This is an optimization exercise on Yosys and OpenROAD, whose aim is small area, a short achievable clock period and few clock cycles per item, not a production implementation.
Function was checked by simulation only, so behaviour that the tests miss may differ from the original.
Power and IR drop assume default switching activity.

**config.mk**
```make
export PLATFORM = sky130hd
export DESIGN_NAME = mx_quant
export DESIGN_NICKNAME = mx_quant
export VERILOG_FILES = /design/flow/design.v
export SDC_FILE = /design/flow/constraint.sdc
export NUM_CORES = 4
export LEC_CHECK = 0
export ABC_AREA = 1
export CAP_MARGIN = 20
export CORE_MARGIN = 2
export CORE_UTILIZATION = 60
export CTS_CLUSTER_DIAMETER = 80
export CTS_CLUSTER_SIZE = 30
export SLEW_MARGIN = 20
```
**constraint.sdc**
```tcl
create_clock -name core_clock -period 28.0 [get_ports {clk}]
set_input_delay 5.6000 -clock core_clock [delete_from_list [all_inputs] [get_ports {clk}]]
set_output_delay 5.6000 -clock core_clock [all_outputs]
set_load 0.01 [all_outputs]
```
**design.v**
```verilog
module mx_quant (
    input  wire        clk,
    input  wire        rst,
    input  wire        in_valid,
    output wire        in_ready,
    input  wire [31:0] in_data,
    input  wire [15:0] in_rand,
    input  wire [3:0]  in_fmt,
    input  wire [1:0]  in_rmode,
    output wire        out_valid,
    input  wire        out_ready,
    output wire [7:0]  out_elem,
    output wire [7:0]  out_scale,
    output wire        out_last
);
    localparam [2:0] F_E4M3 = 3'd0;
    localparam [2:0] F_E5M2 = 3'd1;
    localparam [2:0] F_E3M2 = 3'd2;
    localparam [2:0] F_E2M3 = 3'd3;
    localparam [2:0] F_E2M1 = 3'd4;
    localparam [2:0] F_INT8 = 3'd5;
    localparam [1:0] RM_RTZ  = 2'd1;
    localparam [1:0] RM_STOC = 2'd2;
    localparam integer NS = 33;      
    localparam integer W = 47;
    reg  [W*NS-1:0] ring;
    wire [W-1:0] st31 = ring[W*31 +: W];
    wire [W-1:0] st32 = ring[W*32 +: W];
    function [7:0] dec_e;
        input [W-1:0] v;
        dec_e = (v[29:22] == 8'hFF) ? 8'h00 : v[29:22];
    endfunction
    function [22:0] dec_f;
        input [W-1:0] v;
        dec_f = {v[21:0], (v[29:22] == 8'hFF) || ((v[29:22] != 8'h00) && v[31])};
    endfunction
    reg  [5:0] head_n;    
    reg  [5:0] fill_n;    
    reg  [5:0] tpos;      
    reg        rdy;       
    reg        wfree;     
    wire       empty;
    wire [5:0] cnt     = head_n + fill_n;
    wire [6:0] hsum    = {1'b0, tpos} + {1'b0, cnt};
    wire       head31  = (hsum == 7'd32) || (hsum == 7'd65);
    wire       fill_full = (fill_n == 6'd32);
    wire       xfer      = fill_full && (head_n == 6'd0);
    wire       blk_ok    = (head_n != 6'd0) || fill_full;
    wire [5:0] fill_eff  = xfer ? 6'd0 : fill_n;
    wire [5:0] head_eff  = xfer ? 6'd32 : head_n;
    reg        r32_v, out_v, q1_v;
    wire       out_fire = out_v && out_ready;
    wire [1:0] fl       = {1'b0, r32_v} + {1'b0, out_v} + {1'b0, q1_v};
    wire       credit   = (fl < 2'd2) || ((fl == 2'd2) && out_fire);
    wire       issue    = credit && !empty && head31 && blk_ok;
    assign in_ready = rdy;
    wire       ins      = in_valid && rdy;
    wire c0  = (cnt == 6'd0);
    assign empty = c0;
    wire c1  = (cnt == 6'd1);
    wire c32 = (cnt == 6'd32);
    wire c33 = (cnt == 6'd33);
    wire tp_wrap = (tpos == 6'd32);
    wire n_tp0   = ins || tp_wrap;
    wire n_empty = ins ? 1'b0 : (issue ? c1 : c0);
    wire n_full  = (ins && !issue) ? c32 : (ins || !issue) ? c33 : 1'b0;
    wire n_f32   = ins ? (fill_eff == 6'd31) : (fill_full && !xfer);
    wire n_h0    = xfer ? 1'b0 : issue ? (head_n == 6'd1) : (head_n == 6'd0);
    wire n_free  = (n_empty || n_tp0) && !n_full;
    wire n_rdy   = n_free && (!n_f32 || n_h0);
    reg [2:0]  fill_fmt;         
    reg [1:0]  fill_rm;
    wire       in_ezero = (in_data[30:23] == 8'h00);
    wire       in_stoch = ((fill_eff == 6'd0) ? in_rmode : fill_rm) == RM_STOC;
    wire [W-1:0] in_enc = {in_rand[15:1], in_stoch ? in_rand[0] : in_data[0], in_data[31],
                           in_data[30:23] | {8{in_ezero & in_data[0]}}, in_data[22:1]};
    always @(posedge clk) begin
        ring <= {ring[W*(NS-1)-1:0], wfree ? in_enc : st32};
    end
    always @(posedge clk) begin
        if (rst) begin
            head_n <= 6'd0;
            fill_n <= 6'd0;
            rdy    <= 1'b1;
            wfree  <= 1'b1;
        end else begin
            head_n <= issue ? head_eff - 6'd1 : head_eff;
            fill_n <= ins ? fill_eff + 6'd1 : fill_eff;
            rdy    <= n_rdy;
            wfree  <= n_free;
        end
        tpos <= (ins || tp_wrap) ? 6'd0 : tpos + 6'd1;
    end
    reg [7:0]  acc_max;
    reg        acc_nz;      
    reg        acc_spec;
    function [2:0] fmt_code;
        input [3:0] f;
        case (f)
            4'h5:    fmt_code = F_E5M2;
            4'h6:    fmt_code = F_E3M2;
            4'h7:    fmt_code = F_E2M3;
            4'h8:    fmt_code = F_E2M1;
            4'hC:    fmt_code = F_INT8;
            default: fmt_code = F_E4M3;
        endcase
    endfunction
    always @(posedge clk) begin
        if (wfree && (fill_eff == 6'd0)) begin
            fill_fmt     <= fmt_code(in_fmt);
            fill_rm      <= in_rmode;
        end
    end
    wire [7:0]  in_e  = in_data[30:23];
    wire        in_nz = (in_data[22:0] != 23'd0);
    always @(posedge clk) begin
        if (ins) begin
            if (fill_eff == 6'd0) begin
                acc_max  <= in_e;
                acc_nz   <= in_nz;
                acc_spec <= (in_e == 8'hFF);
            end else begin
                acc_max  <= (in_e > acc_max) ? in_e : acc_max;
                acc_nz   <= acc_nz | in_nz;
                acc_spec <= acc_spec | (in_e == 8'hFF);
            end
        end
    end
    function [4:0] f_emax;
        input [2:0] c;
        case (c)
            F_E5M2:  f_emax = 5'd15;
            F_E3M2:  f_emax = 5'd4;
            F_E2M3:  f_emax = 5'd2;
            F_E2M1:  f_emax = 5'd2;
            F_INT8:  f_emax = 5'd0;
            default: f_emax = 5'd8;
        endcase
    endfunction
    function signed [9:0] f_emin;
        input [2:0] c;
        case (c)
            F_E5M2:  f_emin = -10'sd14;
            F_E3M2:  f_emin = -10'sd2;
            F_E2M3:  f_emin = 10'sd0;
            F_E2M1:  f_emin = 10'sd0;
            F_INT8:  f_emin = 10'sd0;
            default: f_emin = -10'sd6;
        endcase
    endfunction
    function [2:0] f_mbits;
        input [2:0] c;
        case (c)
            F_E5M2:  f_mbits = 3'd2;
            F_E3M2:  f_mbits = 3'd2;
            F_E2M3:  f_mbits = 3'd3;
            F_E2M1:  f_mbits = 3'd1;
            F_INT8:  f_mbits = 3'd6;
            default: f_mbits = 3'd3;
        endcase
    endfunction
    function [6:0] f_maxcode;
        input [2:0] c;
        case (c)
            F_E5M2:  f_maxcode = 7'h7B;
            F_E3M2:  f_maxcode = 7'h1F;
            F_E2M3:  f_maxcode = 7'h1F;
            F_E2M1:  f_maxcode = 7'h07;
            F_INT8:  f_maxcode = 7'h7F;
            default: f_maxcode = 7'h7E;
        endcase
    endfunction
    wire        [4:0] c_emax = f_emax(fill_fmt);
    wire        nz_zero = (acc_max == 8'd0) && !acc_nz;
    wire signed [9:0] nz_se  = $signed({2'b00, acc_max}) - $signed({5'd0, c_emax});
    wire              nz_low = nz_se < 10'sd0;
    wire        [7:0] nz_scale = nz_low ? 8'h00 : nz_se[7:0];
    reg        [7:0] h_scale;    
    reg        [2:0] h_fmt;
    reg        [1:0] h_rm;
    reg              h_zero;     
    always @(posedge clk) begin
        if (xfer) begin
            h_scale <= acc_spec ? 8'hFF : nz_zero ? 8'h00 : nz_scale;
            h_fmt   <= fill_fmt;
            h_rm    <= fill_rm;
            h_zero  <= acc_spec || nz_zero;
        end
    end
    wire        [2:0] m_fmt = xfer ? fill_fmt : h_fmt;
    wire        [7:0] m_sc  = xfer ? nz_scale : h_scale;
    wire signed [9:0] m_kb  = $signed({2'b00, m_sc}) + f_emin(m_fmt);      
    wire [7:0]  a_e = dec_e(st31);
    wire [22:0] a_f = dec_f(st31);
    wire        a_norm = (a_e != 8'd0);
    wire [23:0] a_m = {a_norm, a_f};
    reg  [4:0]  a_lz;      
    reg  [5:0]  a_tz;      
    integer k;
    always @(*) begin
        a_lz = 5'd31;
        for (k = 0; k < 23; k = k + 1)
            if (a_f[k])
                a_lz = 5'd22 - k[4:0];
        a_tz = 6'd63;
        for (k = 23; k >= 0; k = k - 1)
            if (a_m[k])
                a_tz = k[5:0];
    end
    wire [4:0]  a_r0 = 5'd23 - {2'd0, f_mbits(m_fmt)};
    wire signed [9:0]  a_eb = a_norm ? $signed({2'b00, a_e}) : -$signed({5'd0, a_lz});
    wire signed [10:0] a_t  = $signed({a_eb[9], a_eb}) - $signed({m_kb[9], m_kb});
    wire               a_tp = !a_t[10] && (a_t != 11'sd0);
    wire        [5:0]  a_L  = a_norm ? 6'd0 : {1'b0, a_lz} + 6'd1;
    wire signed [6:0]  a_F  = $signed({2'b00, a_r0}) - $signed({1'b0, a_L});
    wire signed [10:0] a_u  = $signed({{4{a_F[6]}}, a_F}) - a_t;
    wire        [5:0]  a_Dc = (a_u[10:6] != 5'd0) ? 6'd63 : a_u[5:0];
    wire        [5:0]  a_R  = a_tp ? a_F[5:0] : a_Dc;
    reg [5:0] x_R;         
    reg [4:0] x_ebias;     
    reg [5:0] x_tz;        
    reg       x_last;
    always @(posedge clk) begin
        x_R      <= a_R;
        x_ebias  <= a_tp ? a_t[4:0] : 5'd0;
        x_tz     <= a_tz;
        x_last   <= (head_n == 6'd1);
        if (rst)
            r32_v <= 1'b0;
        else
            r32_v <= issue;
    end
    wire        b_s    = st32[30];
    wire [7:0]  b_e    = dec_e(st32);
    wire [22:0] b_f    = dec_f(st32);
    wire [15:0] b_r    = st32[46:31];
    wire [23:0] b_m    = {b_e != 8'd0, b_f};
    wire [2:0]  b_mb   = f_mbits(h_fmt);
    wire [39:0] b_w    = {b_m, 16'd0} >> x_R;
    wire [7:0]  b_n    = b_w[23:16];
    wire [15:0] b_d    = b_w[15:0];
    wire        b_rbit = b_w[15];
    wire        b_sticky = ({1'b0, x_tz} + 7'd2) <= {1'b0, x_R};
    reg b_ru;
    always @(*) begin
        case (h_rm)
            RM_RTZ:  b_ru = 1'b0;
            RM_STOC: b_ru = (b_d > b_r);
            default: b_ru = b_rbit & (b_sticky | b_n[0]);
        endcase
    end
    wire [7:0] b_pre   = ({3'd0, x_ebias} << b_mb) + b_n;
    wire        c_inv  = b_s && (h_fmt == F_INT8);
    wire [7:0]  c_code = ({1'b0, b_pre[6:0]} ^ {8{c_inv}}) + {7'd0, b_ru ^ c_inv};
    wire [6:0]  c_max  = f_maxcode(h_fmt);
    wire [6:0]  c_fp   = (c_code > {1'b0, c_max}) ? c_max : c_code[6:0];
    wire [7:0]  c_int  = (c_code[7] && !b_s) ? 8'd127 : c_code;
    reg [7:0] c_elem;
    always @(*) begin
        if (h_zero)
            c_elem = 8'h00;
        else begin
            case (h_fmt)
                F_INT8:         c_elem = c_int;
                F_E3M2, F_E2M3: c_elem = {2'b00, b_s, c_fp[4:0]};
                F_E2M1:         c_elem = {4'b0000, b_s, c_fp[2:0]};
                default:        c_elem = {b_s, c_fp[6:0]};
            endcase
        end
    end
    wire [8:0]  c_ent = {x_last, c_elem};
    reg [8:0]  o_ent, q1_ent;
    reg [7:0]  o_scale;
    always @(posedge clk) begin
        if (rst) begin
            out_v <= 1'b0;
            q1_v  <= 1'b0;
        end else begin
            if (!out_v || out_fire)
                out_v <= q1_v || r32_v;
            if (q1_v)
                q1_v <= !out_fire || r32_v;
            else
                q1_v <= out_v && !out_fire && r32_v;
        end
        if (!out_v || out_fire)
            o_ent <= q1_v ? q1_ent : c_ent;
        if ((!out_v || out_fire) && !(q1_v && !o_ent[8]))
            o_scale <= h_scale;
        if (q1_v ? out_fire : (out_v && !out_fire))
            q1_ent <= c_ent;
    end
    assign out_valid = out_v;
    assign out_elem  = o_ent[7:0];
    assign out_scale = o_scale;
    assign out_last  = o_ent[8];
endmodule
```
**flow/run.sh**
```bash
#!/bin/bash
# The standard layout (the standard.sh, unchanged synthesis), with two
# changes in how ORFS is asked to lay it out:
# - every input and output port gets a buf_2 as its port buffer.
set -euo pipefail
export SETUP_SLACK_MARGIN=21.4
export BUFFER_PORTS_ARGS="-buffer_cell sky130_fd_sc_hd__buf_2"
bash standard.sh > standard.log 2>&1
```
**standard.sh**
```bash
#!/bin/bash
# synth_recipe.tcl (not shown) runs the flow's synth.tcl, then flattens the netlist and writes it again
# the make line also repeats each setting of config.mk as NAME=value (left out here)
make -C /OpenROAD-flow-scripts/flow DESIGN_CONFIG=/design/flow/config.mk WORK_HOME=/design/flow/orfs CLKGATE_MAP_FILE= SYNTH_SCRIPT=/design/flow/synth_recipe.tcl "${@:-finish}"
```
==> metrics.yaml, run 1 <==
clock-sinks: 1647
place.port_buffers: 76
overflow: 0
synth.distinct_cells: 56
cp_slowest_cell: "edfxtp_1"
clk_pin_slew_ps: 100
p_sw_uw: 989
root_buffer: "clkbuf_16"
finalSetupViolCount: 0
dp_slack_ps: 20640
crit_buf_inv: 1
globalRoute.busiestLayer: "met2"
holdPathStages: 0
clock_path_buffers: 3
intPower_mw: 3.25
gr-usage-all-layers_pct: 19.7
place_congestion: 0.880
crit_required_ps: 22400
path_depth: 1
end_kind: "primary output"
dieArea_sq_mm: 0.0709
startpoint_type: "flip-flop"
numCtsBuffers: 69
synth_top_area_share_pct: 77.3
drc: 0
synthMostInstantiatedCell: "dfxtp_1"
p_per_area_mw_per_mm2: 93.8
antenna_found_initial: 0
grtUsageMet3_pct: 2.67
utilization_pct: 66.1
slew_headroom_pct: 34.6
crit_family: "flip-flops"
grtUsageMet2_pct: 32.2
worstPathMaxFanout: 1
tns_ps: 0
synthToLayoutAreaGrowth_pct: 9.40
hp-class: "reg2reg"
tightest_slew_ps: 980
cpPeakStageDelay_ps: 440
max_cap_violations: 0
die_w_um: 266
synth_top_area_cell: "dfxtp_1"
yosysWarnings: 1
routed_wl_um: 69300
synth-seq-area-share_pct: 81.1
diodes: 0
ioPinCount: 77
wl_per_cell_um: 16.8
hold_viol_final: 0
die_h_um: 266
ctsHoldBuffers: 0
grt_pass1_vias: 19899
async_flop_share_pct: 0
reg2reg_depth: 28
p_seq_share_pct: 65.6
power_leakage_nw: 19.7
synth_edf_count: 52
finalWorstSetupSlack_ps: 21150
core-area_sq_mm: 0.0683
postSynthAreaPerCell_sq_um: 13.4
fin_crit_sh_pct: 24.5
swShare_pct: 23.4
cts_tree: "done"
synth_flop_cell: "dfxtp_1"
drive_gt1_share_pct: 8.28
synthTopCellsByArea: "dfxtp_1 77%, edfxtp_1 3.8%, nand2_1 3.1%"
clk_latency_ps: 650
syn_inst: 3085
worstPathArrival_ps: 1250
fillers: 4815
drt_pass1_iterations: 6
ir_drop_mv: 0.0735
fin_skew_ps: 36.4
synth_common_cells: "1595 x dfxtp_1, 339 x nand2_1, 242 x inv_1"
netlist_area_sq_mm: 0.0413
syn_nets: 3253
combPwrFrac_pct: 6.7
period_minus_slack_ps: 6850
h-tree-depth: 3
dp_hpwl_um: 45700
start_util_pct: 60.4
vias: 19896
path_cells: "buf_2"
grt_max_degree: 87
slew_violations: 0
status: "timing/DRC/antenna clean"
grt_first_pass_wirelength_um: 108000
vias_per_cell: 4.83
power_frac_clock_pct: 27.7
drt-initial-drc-count: 1015
nets: 3389
drt.antenna.violating_nets: 0
fp-row-count: 96
max_freq_ghz: 0.146
use_met1_pct: 27.0
crit_type: "reg2out"
synth_seq_cells: 1647
rsz0062_at_grt: "yes"
worst reg2reg max path, delay by kind of cell (launching register included):
family / cells / cell delay, ps
AOI/OAI and AO/OA: 10 / 1700
and+or+nand+nor: 8 / 1490
adders and majority gates: 4 / 970
buffers and inverters: 4 / 820
DFF: 1 / 690
xor gates and xnor gates: 2 / 260
sequential cells by signal (all words and copies together), names as in the netlist, 2 cells and up:
register,cells
acc_max,8
fill_fmt,3
fill_n,6
fill_rm,2
h_fmt,3
h_rm,2
h_scale,8
head_n,6
o_ent,9
o_scale,8
q1_ent,9
ring,1551
tpos,6
x_R,6
x_ebias,5
x_tz,6
cell families (layout without fill, tap and decap cells):
logic type                 Yosys count  after routing  synth area share (%)
adders and majority gates          110            110                  3.50
other                                1              1               0.00908
AOI/OAI and AO/OA                  337            337                  4.49
DFF                               1647           1647                  81.1
xor gates and xnor gates            61             61                  1.29
muxes                               18             18                 0.436
and+or+nand+nor                    627            627                  6.56
buffers and inverters              284            437                  2.59
power groups by stage:
stage               registers [mW]  clock network (mW)  logic, mW
floorplan                     2.77                   0      0.192
global placement              2.82                   0      0.266
detailed placement            2.83                   0      0.267
CTS                           2.79                1.20      0.271
global route                  2.81                1.28      0.321
finish                        2.78                1.17      0.283
cell usage in the layout, fill, tap and decap left out, types with 7 or more instances in the layout:
master,synthesis,routed
a21oi_1,99,91
nor2_1,140,138
a31oi_1,7,7
nand2_2,6,8
nand2_1,339,335
o22ai_1,9,9
inv_2,4,8
inv_1,242,237
a21oi_2,0,7
buf_2,3,73
or2_2,11,11
o21ai_0,159,146
nand4_1,18,18
o21ai_1,14,24
nor3_1,28,28
clkbuf_16,0,69
edfxtp_1,52,52
buf_4,0,19
ha_1,101,95
fa_1,9,9
xnor2_1,19,19
nand3_1,48,47
nor4_1,15,10
xor2_1,42,42
mux2i_1,18,18
dfxtp_1,1595,1587
through the flow:
step	std cells	area (sq um)	hold slack (ps)	power (mW)
2_1_floorplan	3085	41300	310	2.96
4_1_cts	4103	44800	305	4.26
3_5_place_dp	4013	42700	312	3.09
6_report	4120	45200	304	4.23
5_1_grt	4120	45200	323	4.41
3_3_place_gp	4013	42700	309	3.08
metal layers:
| metal | vias to the layer above | wire, um |
|---|---|---|
| met4 | 0 | 2160 |
| li1 | 10044 | - |
| met1 | 9438 | 32800 |
| met2 | 299 | 32200 |
| met5 | - | 0 |
| met3 | 115 | 2180 |
cell type report:
class	count	area (sq um)	area share (%)
multi-input cells	1154	6960	15.4
repair inverters	1	7.51	0.0166
repair buffers	96	557	1.23
inverters	252	957	2.12
clock buffers	69	1730	3.82
well taps	882	1100	2.44
clock inverters	19	338	0.748
flip-flops and latches	1647	33500	74.2
path summary, 6_finish.rpt:
path	start	end	slack, ps
hold reg to reg	ring[136]$_DFF_P_	ring[183]$_DFF_P_	300
hold / removal	ring[136]$_DFF_P_	ring[183]$_DFF_P_	300
setup / recovery	o_ent[1]$_DFFE_PN_	out_elem[1]	21150
setup reg to reg	x_R[4]$_DFF_P_	o_ent[1]$_DFFE_PN_	21820
what timing repair did:
action | 4_1_cts | 5_1_grt
pin swaps | 1 | 10
cloned | 1 | 0
setup endpoints to repair | 48 | 53
resized for setup | 9 | 49
endpoints found under the hold margin | 0 | 0
setup buffers | 1 | 17
Testbench counts, summed over its fixed seeds: cycles 12,560, items 384.
==> run 2: changes to the inputs <==
--- a/config.mk
+++ b/config.mk
@@ -12,3 +12,4 @@
 export CTS_CLUSTER_DIAMETER = 80
 export CTS_CLUSTER_SIZE = 30
+export PLACE_DENSITY = 0.85
 export SLEW_MARGIN = 20
==> run 2 against run 1 <==
Net effect: still clean; sequential power about the same; final cell count decreased by 0.15%; utilization decreased by 0.33 points; register-to-register slack got worse by 60 ps; total power decreased by 0.75%; first-iteration DRC count increased by 40%; worst setup slack improved by 13 ps; non-clock buffer count decreased by 6; clock skew decreased by 2.1 ps; critical path type unchanged; critical endpoint is now out_scale[6]; largest cell class unchanged; highest routed layer is now met5.
==> metrics.yaml, run 2 <==
rsz0062_at_grt: "yes"
period_minus_slack_ps: 6840
drt-initial-drc-count: 1425
startpoint_type: "flip-flop"
path_cells: "buf_2"
ctsHoldBuffers: 0
antenna_found_initial: 1
synthTopCellsByArea: "dfxtp_1 77%, edfxtp_1 3.8%, nand2_1 3.1%"
syn_inst: 3085
start_util_pct: 60.4
finalSetupViolCount: 0
synth_common_cells: "1595 x dfxtp_1, 339 x nand2_1, 242 x inv_1"
crit_family: "flip-flops"
end_kind: "primary output"
gr-usage-all-layers_pct: 19.3
nets: 3381
fin_crit_sh_pct: 24.4
routed_wl_um: 68300
drt.antenna.violating_nets: 0
drc: 0
hold_viol_final: 0
netlist_area_sq_mm: 0.0413
cts_tree: "done"
ioPinCount: 77
slew_headroom_pct: 38.7
drt_pass1_iterations: 6
grtUsageMet2_pct: 32.0
h-tree-depth: 3
top_register: "ring"
vias_per_cell: 4.83
synthMostInstantiatedCell: "dfxtp_1"
synthToLayoutAreaGrowth_pct: 8.85
mostFrequentLayoutCells: "1587 x dfxtp_1, 336 x nand2_1, 237 x inv_1"
reg.largest.list: "ring (1551), o_ent (9), q1_ent (9)"
grt_pass1_vias: 19565
dp_hpwl_um: 44600
vias: 19875
crit_buf_inv: 1
final_common_cell: "dfxtp_1"
ir_drop_mv: 0.0690
globalRoute.busiestLayer: "met2"
synth_top_area_cell: "dfxtp_1"
cpPeakStageDelay_ps: 430
syn_nets: 3253
max_cap_violations: 0
synth-seq-area-share_pct: 81.1
clk_latency_ps: 650
p_per_area_mw_per_mm2: 93.5
diodes: 0
drive_gt1_share_pct: 7.70
async_flop_share_pct: 0
core-area_sq_mm: 0.0683
synth_edf_count: 52
max_freq_ghz: 0.146
hp-class: "reg2reg"
wl_per_cell_um: 16.6
grtUsageMet3_pct: 2.95
use_met1_pct: 25.9
tns_ps: 0
synth.distinct_cells: 56
place.port_buffers: 76
status: "timing/DRC/antenna clean"
die_h_um: 266
utilization_pct: 65.7
yosysWarnings: 1
clock-sinks: 1647
worstPathArrival_ps: 1240
synth_top_area_share_pct: 77.3
grt_first_pass_wirelength_um: 106000
finalWorstSetupSlack_ps: 21160
place_congestion: 0.902
tightest_slew_ps: 912
dieArea_sq_mm: 0.0709
power_leakage_nw: 19.6
slew_violations: 0
power.total_mw: 4.20
root_buffer: "clkbuf_16"
worstPathMaxFanout: 1
fp-row-count: 96
die_w_um: 266
grt_max_degree: 74
crit_required_ps: 22400
overflow: 0
crit_type: "reg2out"
clk_pin_slew_ps: 110
dp_slack_ps: 20750
postSynthAreaPerCell_sq_um: 13.4
synth_flop_cell: "dfxtp_1"
numCtsBuffers: 67
largest_reg_flops: 1551
cp_slowest_cell: "edfxtp_1"
fin_skew_ps: 34.3
clock_path_buffers: 3
synth_seq_cells: 1647
run 2: cell counts after synthesis:
No cell type changed its count.
run 2: area by class of cell:
class                   instances  area (sq um)
repair buffers                 90           508
flip-flops and latches       1647         33500
fillers                      4610         23400
well taps                     882          1100
clock buffers                  76          1780
clock inverters                12           160
multi-input cells            1154          6910
repair inverters                1          7.51
inverters                     252           957
run 2: path summary, 6_finish.rpt:
path,start,end,slack (ps),cells past startpoint
min reg2reg,ring[1057]$_DFF_P_,ring[1104]$_DFF_P_,300,0
max,o_scale[6]$_DFFE_PP_,out_scale[6],21160,1
min,ring[1057]$_DFF_P_,ring[1104]$_DFF_P_,300,0
max reg2reg,ring[1486]$_DFF_P_,x_R[1]$_DFF_P_,21760,49
run 2: per-layer routing:
metal / vias to the layer above / part of all wire [%] / routed length, um
met5: - / 0.019 / 13
met4: 2 / 3.0 / 2070
met3: 123 / 3.4 / 2340
met2: 398 / 47 / 32400
met1: 9300 / 46 / 31500
li1: 10052 / - / -
run 2: cells by family after synthesis:
family                   after synthesis  share of synthesized area, %
AND/OR/NAND/NOR                      627                          6.56
multiplexers                          18                         0.436
buffers and inverters                284                          2.59
AO/OA/AOI/OAI                        337                          4.49
other                                  1                       0.00908
flip-flops                          1647                          81.1
XOR/XNOR                              61                          1.29
adder cells (fa/ha/maj)              110                          3.50
run 2: through the flow:
step | hold WS, ps | cells | instance area [sq um]
2_1_floorplan | 310 | 3085 | 41300
3_3_place_gp | 310 | 4015 | 42700
3_5_place_dp | 312 | 4015 | 42700
5_1_grt | 303 | 4114 | 44900
6_report | 304 | 4114 | 44900
4_1_cts | 305 | 4105 | 44700
run 2: repair_timing:
action                                  CTS  global route
gates cloned                              1             0
resized for setup                         6            40
pin swaps                                 0             7
endpoints found under the setup margin   35            43
setup buffers                             1             9
run 2: where the power goes:
group          total [mW]  leakage [nW]  internal (mW)  switching (mW)
sequential           2.78          14.0           2.67           0.109
clock                1.14         0.950          0.471           0.673
combinational       0.278          4.73         0.0967           0.182
==> run 3: changes to the inputs <==
--- a/flow/run.sh
+++ b/flow/run.sh
@@ -4,5 +4,5 @@
 # - every input and output port gets a buf_2 as its port buffer.
 set -euo pipefail
-export SETUP_SLACK_MARGIN=21.4
+export SETUP_SLACK_MARGIN=21.2
 export BUFFER_PORTS_ARGS="-buffer_cell sky130_fd_sc_hd__buf_2"
 bash standard.sh > standard.log 2>&1
==> run 3 against run 2 <==
Net effect: clock-buffer cell count increased by 1; worst setup slack got worse by 6.8 ps; critical path type unchanged; combinational power is essentially flat; total power grew 0.41%; sequential power about the same; wire length rose by 1.7%; largest power group unchanged; critical endpoint is now out_scale[7]; clock power is essentially flat; still clean on timing, DRC and antenna; hold slack gained 12 ps; final cell count is essentially flat; flip-flop and latch count unchanged; critical path depth unchanged; synthesized area stayed put.
==> metrics.yaml, run 3 <==
ir_drop_mv: 0.0756
async_flop_share_pct: 0
root_buffer: "clkbuf_16"
final_common_cell: "dfxtp_1"
tightest_slew_ps: 991
postSynthAreaPerCell_sq_um: 13.4
cts_tree: "done"
synth.distinct_cells: 56
wl_per_cell_um: 16.9
synth-seq-area-share_pct: 81.1
cp_slowest_cell: "edfxtp_1"
path_depth: 1
hold_viol_final: 0
synth_top_area_share_pct: 77.3
max_cap_violations: 0
clk_pin_slew_ps: 100
synth_edf_count: 52
synth_flop_cell: "dfxtp_1"
slew_violations: 0
period_minus_slack_ps: 6850
ioPinCount: 77
cpPeakStageDelay_ps: 450
nets: 3376
drt_pass1_iterations: 5
place_area_sq_mm: 0.0427
die_h_um: 266
mostFrequentLayoutCells: "1588 x dfxtp_1, 337 x nand2_1, 237 x inv_1"
grt_first_pass_wirelength_um: 107000
reg.largest.list: "ring (1551), o_ent (9), q1_ent (9)"
worstPathArrival_ps: 1250
h-tree-depth: 3
utilization_pct: 65.7
critical_path.startpoint: "o_scale[7]$_DFFE_PP_"
place_congestion: 0.901
antenna_found_initial: 3
max_freq_ghz: 0.146
reg2reg_depth: 32
top_register: "ring"
netlist_area_sq_mm: 0.0413
ctsHoldBuffers: 0
drt.antenna.violating_nets: 0
clock-sinks: 1647
finalSetupViolCount: 0
drive_gt1_share_pct: 7.28
synthTopCellsByArea: "dfxtp_1 77%, edfxtp_1 3.8%, nand2_1 3.1%"
synth.area.mux_share_pct: 0.436
synthXorXnorAreaFrac_pct: 1.29
hp-start: "ring[360]$_DFF_P_"
synth_seq_cells: 1647
routed_wl_um: 69500
synth_compound_area_share_pct: 4.49
clock_path_buffers: 3
die_w_um: 266
timing.rr.end: "o_ent[1]$_DFFE_PN_"
yosysWarnings: 1
stdcell_area_sq_mm: 0.0449
vias_per_cell: 4.86
fin_crit_sh_pct: 24.5
largest_reg_flops: 1551
clk_latency_ps: 640
synthToLayoutAreaGrowth_pct: 8.76
syn_nets: 3253
synthAdderAreaFrac_pct: 3.50
hp-class: "reg2reg"
dieArea_sq_mm: 0.0709
synth_common_cells: "1595 x dfxtp_1, 339 x nand2_1, 242 x inv_1"
r2r-start: "ring[1527]$_DFF_P_"
start_util_pct: 60.4
crit_family: "flip-flops"
synthMostInstantiatedCell: "dfxtp_1"
end_kind: "primary output"
crit_buf_inv: 1
synth-simple-area-share_pct: 6.56
grt_max_degree: 86
synth_top_family_by_area: "simple AND/OR/NAND/NOR gates"
startpoint_type: "flip-flop"
overflow: 0
vias: 19998
drt-initial-drc-count: 1426
rsz0062_at_grt: "yes"
grt_pass1_vias: 19932
crit_type: "reg2out"
synth_top_area_cell: "dfxtp_1"
slew_headroom_pct: 34.0
p_per_area_mw_per_mm2: 94.0
drc: 0
crit_required_ps: 22400
syn_inst: 3085
dp_hpwl_um: 44800
holdPathStages: 0
fin_skew_ps: 24.7
tns_ps: 0
power.total_mw: 4.22
place.port_buffers: 76
r2r_slack_ps: 21580
fp-row-count: 96
numCtsBuffers: 68
status: "timing/DRC/antenna clean"
path_cells: "buf_2"
power_leakage_nw: 19.6
endpoint: "out_scale[7]"
gr-usage-all-layers_pct: 19.4
core-area_sq_mm: 0.0683
worstPathMaxFanout: 1
==> run 3: cell counts after synthesis <==
No cell type changed its count.
==> run 3: power breakdown <==
part / switching (mW) / total (mW) / internal (mW)
Sequential: 0.111 / 2.78 / 2.67
Combinational: 0.182 / 0.276 / 0.0944
Clock: 0.679 / 1.16 / 0.482
Total: 0.972 / 4.22 / 3.25
==> run 3: area by class of cell <==
cell class                      count  area [sq um]
Tap cell                          882          1100
Timing Repair inverter              1          7.51
Sequential cell                  1647         33500
Timing Repair Buffer               84           440
Antenna cell                        1          2.50
Multi-Input combinational cell   1154          6880
Clock inverter                     14           229
Inverter                          252           957
Clock buffer                       77          1780
Fill cell                        4646         23400
==> run 3: how the worst min path moves through the flow <==
stage,to,slack (ps)
floorplan,ring[1000]$_DFF_P_,310
global placement,ring[610]$_DFF_P_,310
detailed placement,ring[1213]$_DFF_P_,310
CTS,ring[1493]$_DFF_P_,310
global route,ring[1493]$_DFF_P_,320
finish,ring[407]$_DFF_P_,320
==> run 3: layer usage <==
layer  vias up  part of all wire, %  track usage [%]
met2       426                   48             32.4
met5         -                0.039                0
met4         4                  3.2             6.91
met1      9404                   45             25.9
met3       139                  3.9             3.11
li1      10025                    -                -
==> run 3: metrics by stage <==
stage	worst slack (ps)	cells	hold slack (ps)
2_1_floorplan	21050	3085	310
3_3_place_gp	20750	4015	310
3_5_place_dp	20600	4015	312
4_1_cts	21110	4108	314
5_1_grt	21080	4112	316
6_report	21150	4112	316
==> run 3: logic make-up after synthesis <==
kind of cell             after synthesis
AO/OA/AOI/OAI                        337
XOR/XNOR                              61
adder cells (fa/ha/maj)              110
buffers and inverters                284
flip-flops                          1647
multiplexers                          18
other                                  1
AND/OR/NAND/NOR                      627
==> run 3: what timing repair did <==
action                                  in CTS  in global routing
pin swaps                                    0                  2
endpoints found under the setup margin      21                 42
gates resized for setup                      6                 25
gates cloned                                 1                  0
setup buffers                                1                  3
==> run 4: changes to the inputs <==
--- a/flow/run.sh
+++ b/flow/run.sh
@@ -4,5 +4,5 @@
 # - every input and output port gets a buf_2 as its port buffer.
 set -euo pipefail
-export SETUP_SLACK_MARGIN=21.2
+export SETUP_SLACK_MARGIN=20.5
 export BUFFER_PORTS_ARGS="-buffer_cell sky130_fd_sc_hd__buf_2"
 bash standard.sh > standard.log 2>&1
==> run 4 against run 3 <==
Net effect: sequential power barely moved; first-iteration DRC count is 3.9% lower; wire length grew 0.28%; design area fell by 0.52%; final cell count down 0.19%; die area stayed put; critical endpoint is now o_ent[1]$_DFFE_PN_.
==> metrics.yaml, run 4 <==
status: "timing/DRC/antenna clean"
worstPathArrival_ps: 7350
crit_type: "reg2reg"
vias: 19830
hold_ws_ps: 308
grt_max_degree: 72
max_cap_violations: 0
die_w_um: 266
drt.antenna.violating_nets: 0
synth.distinct_cells: 56
final_common_cell: "dfxtp_1"
multi_input_comb_area_sq_mm: 0.00673
postSynthAreaPerCell_sq_um: 13.4
wl_per_cell_um: 17.0
h-tree-depth: 3
clk_latency_ps: 650
numCtsBuffers: 67
die_h_um: 266
ctsHoldBuffers: 0
holdPathStages: 0
drt-initial-drc-count: 1371
startpoint_type: "flip-flop"
synth_flop_cell: "dfxtp_1"
place_congestion: 0.899
drt_pass1_iterations: 7
synth_seq_cells: 1647
ioPinCount: 77
post_cts_buffers: 0
fin_skew_ps: 30.3
top_register: "ring"
async_flop_share_pct: 0
cp_slowest_cell: "o31ai_1"
synth_edf_count: 52
synth-seq-area-share_pct: 81.1
nets: 3370
ff_latch_area_sq_mm: 0.0335
hp-class: "reg2reg"
routed_wl_um: 69700
overflow: 0
r2r_slack_ps: 21050
finalWorstSetupSlack_ps: 21050
slew_headroom_pct: 36.7
worstPathMaxFanout: 6
synth_common_cells: "1595 x dfxtp_1, 339 x nand2_1, 242 x inv_1"
p_per_area_mw_per_mm2: 94.2
place.port_buffers: 76
synth_top_area_cell: "dfxtp_1"
hold_viol_final: 0
cpPeakStageDelay_ps: 540
hp-start: "ring[1448]$_DFF_P_"
core-area_sq_mm: 0.0683
r2r-start: "ring[1526]$_DFF_P_"
netlist_area_sq_mm: 0.0413
synthToLayoutAreaGrowth_pct: 8.19
gr-usage-all-layers_pct: 19.8
grt_pass1_vias: 19929
drive_gt1_share_pct: 6.21
dp_hpwl_um: 45100
clock_path_buffers: 3
clock-sinks: 1647
max_freq_ghz: 0.144
drc: 0
timing.rr.end: "o_ent[1]$_DFFE_PN_"
syn_nets: 3253
fp-row-count: 96
slew_violations: 0
period_minus_slack_ps: 6950
synth_top_area_share_pct: 77.3
clk_pin_slew_ps: 110
start_util_pct: 60.4
root_buffer: "clkbuf_16"
syn_inst: 3085
power_leakage_nw: 19.6
end_kind: "flip-flop"
vias_per_cell: 4.83
antenna_found_initial: 2
dieArea_sq_mm: 0.0709
grt_first_pass_wirelength_um: 108000
holdPathEnd: "ring[1495]$_DFF_P_"
mostFrequentLayoutCells: "1593 x dfxtp_1, 339 x nand2_1, 241 x inv_1"
synthTopCellsByArea: "dfxtp_1 77%, edfxtp_1 3.8%, nand2_1 3.1%"
ir_drop_mv: 0.0649
yosysWarnings: 1
crit_required_ps: 28390
largest_reg_flops: 1551
fin_crit_sh_pct: 24.8
dp_slack_ps: 20470
reg2reg_depth: 32
fillers: 4609
crit_top_cell: "nand2_1"
tns_ps: 0
rsz0062_at_grt: "no"
reg.largest.list: "ring (1551), o_ent (9), q1_ent (9)"
cts_tree: "done"
synthMostInstantiatedCell: "dfxtp_1"
tightest_slew_ps: 941
finalSetupViolCount: 0
run 4: cell count changes in the layout (fill, tap and decap cells not counted), moves of 3 or more:
cell	before	now
o21ai_0	153	159
buf_4	8	3
dfxtp_1	1588	1593
ha_1	96	101
dfxtp_2	5	1
ha_4	4	0
inv_1	237	241
o21ai_1	18	14
inv_16	3	0
inv_2	7	4
inv_6	4	1
nor4_1	10	13
run 4: critical path: cells and delay by family (launching register included):
kind,cells,cell delay (ps)
adder cells (fa/ha/maj),4,1060
buffers and inverters,3,220
AO/OA/AOI/OAI,13,2630
XOR/XNOR,2,320
flip-flops,1,390
AND/OR/NAND/NOR,10,2050
run 4: stage by stage:
step / std cells / cell area [sq um] / total power [mW] / util (%)
final: 4104 / 44700 / 4.21 / 65.4
after floorplan: 3085 / 41300 / 2.96 / -
after global routing: 4103 / 44700 / 4.36 / 65.3
after global placement: 4014 / 42700 / 3.06 / 62.4
after detailed placement: 4014 / 42700 / 3.09 / 62.4
after CTS: 4102 / 44600 / 4.23 / 65.3
run 4: kinds of logic after synthesis:
kind of cell    Yosys count  synth area share, %
mux                      18                0.436
xor+xnor                 61                 1.29
compound gates          337                 4.49
flops                  1647                 81.1
fa+ha+maj               110                 3.50
simple gates            627                 6.56
other cells               1              0.00908
buf+inv                 284                 2.59
run 4: where the power goes:
group	leakage [nW]	switching (mW)	internal, mW
Sequential	14.0	0.111	2.67
Clock	0.951	0.680	0.474
Combinational	4.64	0.178	0.0925
run 4: layer usage:
layer / vias up / GRT usage (%) / part of all wire [%]
li1: 10009 / - / -
met1: 9207 / 26.4 / 46
met2: 462 / 32.6 / 46
met3: 148 / 3.39 / 4.1
met4: 4 / 7.44 / 3.6
met5: - / 0 / 0.032
run 4: timing repair:
action                     CTS  global route
resized for setup            0             4
setup endpoints to repair    0            12
hold endpoints to repair     0             0
run 4: final cells by class:
type,instances,area share (%)
clock inverters,11,0.378
clock buffers,77,4.03
flip-flops and latches,1647,75.0
inverters,252,2.13
repair inverters,1,0.0168
multi-input cells,1154,15.1
diodes,1,0.00560
repair buffers,79,0.902
well taps,882,2.47
run 4: worst max-delay path by stage:
stage                                   from                   end  slack (ps)  cells past startpoint
after floorplan                  in_data[26]  acc_max[0]$_DFFE_PP_       20840                      6
after global placement           in_data[19]      acc_nz$_DFFE_PP_       20440                      3
after detailed placement         in_data[26]  acc_max[0]$_DFFE_PP_       20470                      7
after CTS                 ring[1527]$_DFF_P_    o_ent[1]$_DFFE_PN_       21050                     32
after global routing      ring[1533]$_DFF_P_    o_ent[1]$_DFFE_PN_       20580                     32
final                     ring[1526]$_DFF_P_    o_ent[1]$_DFFE_PN_       21050                     32
==> run 5: changes to the inputs <==
--- a/flow/run.sh
+++ b/flow/run.sh
@@ -4,5 +4,5 @@
 # - every input and output port gets a buf_2 as its port buffer.
 set -euo pipefail
-export SETUP_SLACK_MARGIN=20.5
+export SETUP_SLACK_MARGIN=21.0
 export BUFFER_PORTS_ARGS="-buffer_cell sky130_fd_sc_hd__buf_2"
 bash standard.sh > standard.log 2>&1
==> run 5 against run 4 <==
Net effect: utilization rose by 0.11 points; synthesized area did not move; final cell count barely moved; largest cell class unchanged; critical path type is now reg2out; combinational power barely moved; design area rose by 0.17%; die area did not move; clock-buffer cell count fell by 1; hold slack improved by 12 ps.
==> metrics.yaml, run 5 <==
start_util_pct: 60.4
synth.distinct_cells: 56
overflow: 0
drt_pass1_iterations: 6
synthMostInstantiatedCell: "dfxtp_1"
clock_path_buffers: 3
worstPathArrival_ps: 1230
dp_hpwl_um: 45100
tns_ps: 0
largest_reg_flops: 1551
netlist_area_sq_mm: 0.0413
vias_per_cell: 4.86
place.port_buffers: 76
grt_first_pass_wirelength_um: 108000
synth.area.mux_share_pct: 0.436
cts_resized: 0
p_per_area_mw_per_mm2: 94.3
place_area_sq_mm: 0.0427
cpPeakStageDelay_ps: 410
diodes: 0
end_kind: "primary output"
synth_flop_cell: "dfxtp_1"
post_cts_buffers: 0
syn_nets: 3253
slew_headroom_pct: 42.3
cp_slowest_cell: "edfxtp_1"
drt-initial-drc-count: 1453
slew_violations: 0
power.total_mw: 4.22
max_cap_violations: 0
grt_pass1_vias: 20017
nets: 3371
vias: 19945
synth_edf_count: 52
antenna_found_initial: 2
rsz0062_at_grt: "no"
power_leakage_nw: 19.6
drive_gt1_share_pct: 6.45
ioPinCount: 77
h-tree-depth: 3
synth_top_family_by_area: "simple AND/OR/NAND/NOR gates"
clk_pin_slew_ps: 110
numCtsBuffers: 68
wl_per_cell_um: 16.8
synthXorXnorAreaFrac_pct: 1.29
syn_inst: 3085
synthToLayoutAreaGrowth_pct: 8.38
finalSetupViolCount: 0
routed_wl_um: 68800
crit_required_ps: 22400
synth_top_area_cell: "dfxtp_1"
die_h_um: 266
stdcell_area_sq_mm: 0.0447
place_congestion: 0.889
synthTopCellsByArea: "dfxtp_1 77%, edfxtp_1 3.8%, nand2_1 3.1%"
hp-class: "reg2reg"
synth-seq-area-share_pct: 81.1
path_cells: "buf_2"
top_register: "ring"
fin_crit_sh_pct: 24.4
worstPathMaxFanout: 2
cts_tree: "done"
root_buffer: "clkbuf_16"
synthAdderAreaFrac_pct: 3.50
synth_top_area_share_pct: 77.3
crit_family: "flip-flops"
yosysWarnings: 1
max_freq_ghz: 0.146
postSynthAreaPerCell_sq_um: 13.4
crit_buf_inv: 1
drc: 0
die_w_um: 266
synth_seq_cells: 1647
drt.antenna.violating_nets: 0
gr-usage-all-layers_pct: 19.7
mostFrequentLayoutCells: "1593 x dfxtp_1, 338 x nand2_1, 241 x inv_1"
core-area_sq_mm: 0.0683
async_flop_share_pct: 0
hold_ws_ps: 320
clock-sinks: 1647
synth-simple-area-share_pct: 6.56
fin_skew_ps: 28.4
instances_no_fill: 4105
ir_drop_mv: 0.0782
ctsHoldBuffers: 0
synth_common_cells: "1595 x dfxtp_1, 339 x nand2_1, 242 x inv_1"
dieArea_sq_mm: 0.0709
reg.largest.list: "ring (1551), o_ent (9), q1_ent (9)"
synth_compound_area_share_pct: 4.49
clk_latency_ps: 660
tightest_slew_ps: 858
post-place-cells: 4014
grt_max_degree: 71
startpoint_type: "flip-flop"
fp-row-count: 96
status: "timing/DRC/antenna clean"
hold_viol_final: 0
final_common_cell: "dfxtp_1"
period_minus_slack_ps: 6830
crit_type: "reg2out"
==> run 5: cell count changes in the layout (fill, tap and decap cells not counted), sizes merged <==
cell,previous run,this run
clkbuf,77,76
clkinv,13,12
diode,1,0
inv,248,252
==> run 5: layout make-up <==
class,count,area (sq um)
Sequential cell,1647,33500
Fill cell,4630,23600
Multi-Input combinational cell,1154,6760
Clock buffer,76,1760
Tap cell,882,1100
Inverter,252,953
Timing Repair Buffer,79,403
Clock inverter,14,254
Timing Repair inverter,1,5.00
==> run 5: report_power, final <==
group / internal [mW] / total (mW) / switching [mW] / leakage (nW)
sequential: 2.67 / 2.78 / 0.109 / 14.0
combinational: 0.0929 / 0.273 / 0.180 / 4.65
clock: 0.474 / 1.17 / 0.693 / 0.979
total: 3.24 / 4.22 / 0.982 / 19.6
==> run 5: worst paths after layout <==
kind,from,to,slack [ps],cells past startpoint
max,o_ent[8]$_DFFE_PN_,out_last,21170,1
min,ring[770]$_DFF_P_,ring[817]$_DFF_P_,320,0
max reg2reg,fill_fmt[1]$_DFFE_PP_,x_R[1]$_DFF_P_,21530,33
min reg2reg,ring[770]$_DFF_P_,ring[817]$_DFF_P_,320,0
==> run 5: logic make-up after synthesis <==
logic type	Yosys count
buf+inv	284
compound gates	337
fa+ha+maj	110
mux	18
simple gates	627
flops	1647
xor+xnor	61
other cells	1
==> run 5: stage by stage <==
| step | util [%] | setup slack [ps] |
|---|---|---|
| after floorplan | - | 21010 |
| after global placement | 62.4 | 20630 |
| after detailed placement | 62.4 | 20600 |
| after CTS | 65.4 | 21080 |
| after global routing | 65.5 | 20970 |
| final | 65.5 | 21170 |
==> run 5: routing by layer <==
metal	wire (um)	vias to the layer above	share of wire [%]	global-route usage, %
li1	-	10028	-	-
met1	31300	9319	45	26.1
met2	32400	446	47	32.6
met3	2680	150	3.9	3.15
met4	2400	2	3.5	7.53
met5	7	-	0.010	0

separate check: timing with driven ports:
In the flow no input, the clock included, has a driving cell. The finished layouts below were timed again as built, in two steps. Step 1: set_driving_cell puts a clkbuf_16 on clk and a buf_2 on each other input, an assumption about the parent block. Step 2 moves the port delays by t, midway between the first and last clock arrival at a register: inputs arrive t later, outputs are due t later. That takes back most of the time a late clock gives input paths. Three values: ideal ports, drivers, drivers and shift; two values: the first two.
run | t (ns) | setup WS [ns] | hold slack, ns | clock arrival spread, ns | worst slew at a driven data input, ns
run 1 | 0.704 | 21.146 / 21.080 / 20.826 | 0.304 / 0.304 / 0.304 | 0.046 / 0.046 | 0.04
run 2 | 0.696 | 21.159 / 21.093 / 20.832 | 0.304 / 0.304 / 0.304 | 0.049 / 0.049 | 0.06
run 3 | 0.692 | 21.152 / 21.087 / 20.706 | 0.316 / 0.316 / 0.316 | 0.034 / 0.035 | 0.06
run 4 | 0.704 | 21.049 / 21.049 / 20.435 | 0.308 / 0.308 / 0.308 | 0.054 / 0.053 | 0.06
run 5 | 0.711 | 21.166 / 21.100 / 20.696 | 0.320 / 0.320 / 0.320 | 0.032 / 0.032 | 0.06
After both steps every run listed still meets setup and hold. The setup slack of run 4, which loses most, moves by 0.000 ns with the drivers and by -0.614 ns with both steps.
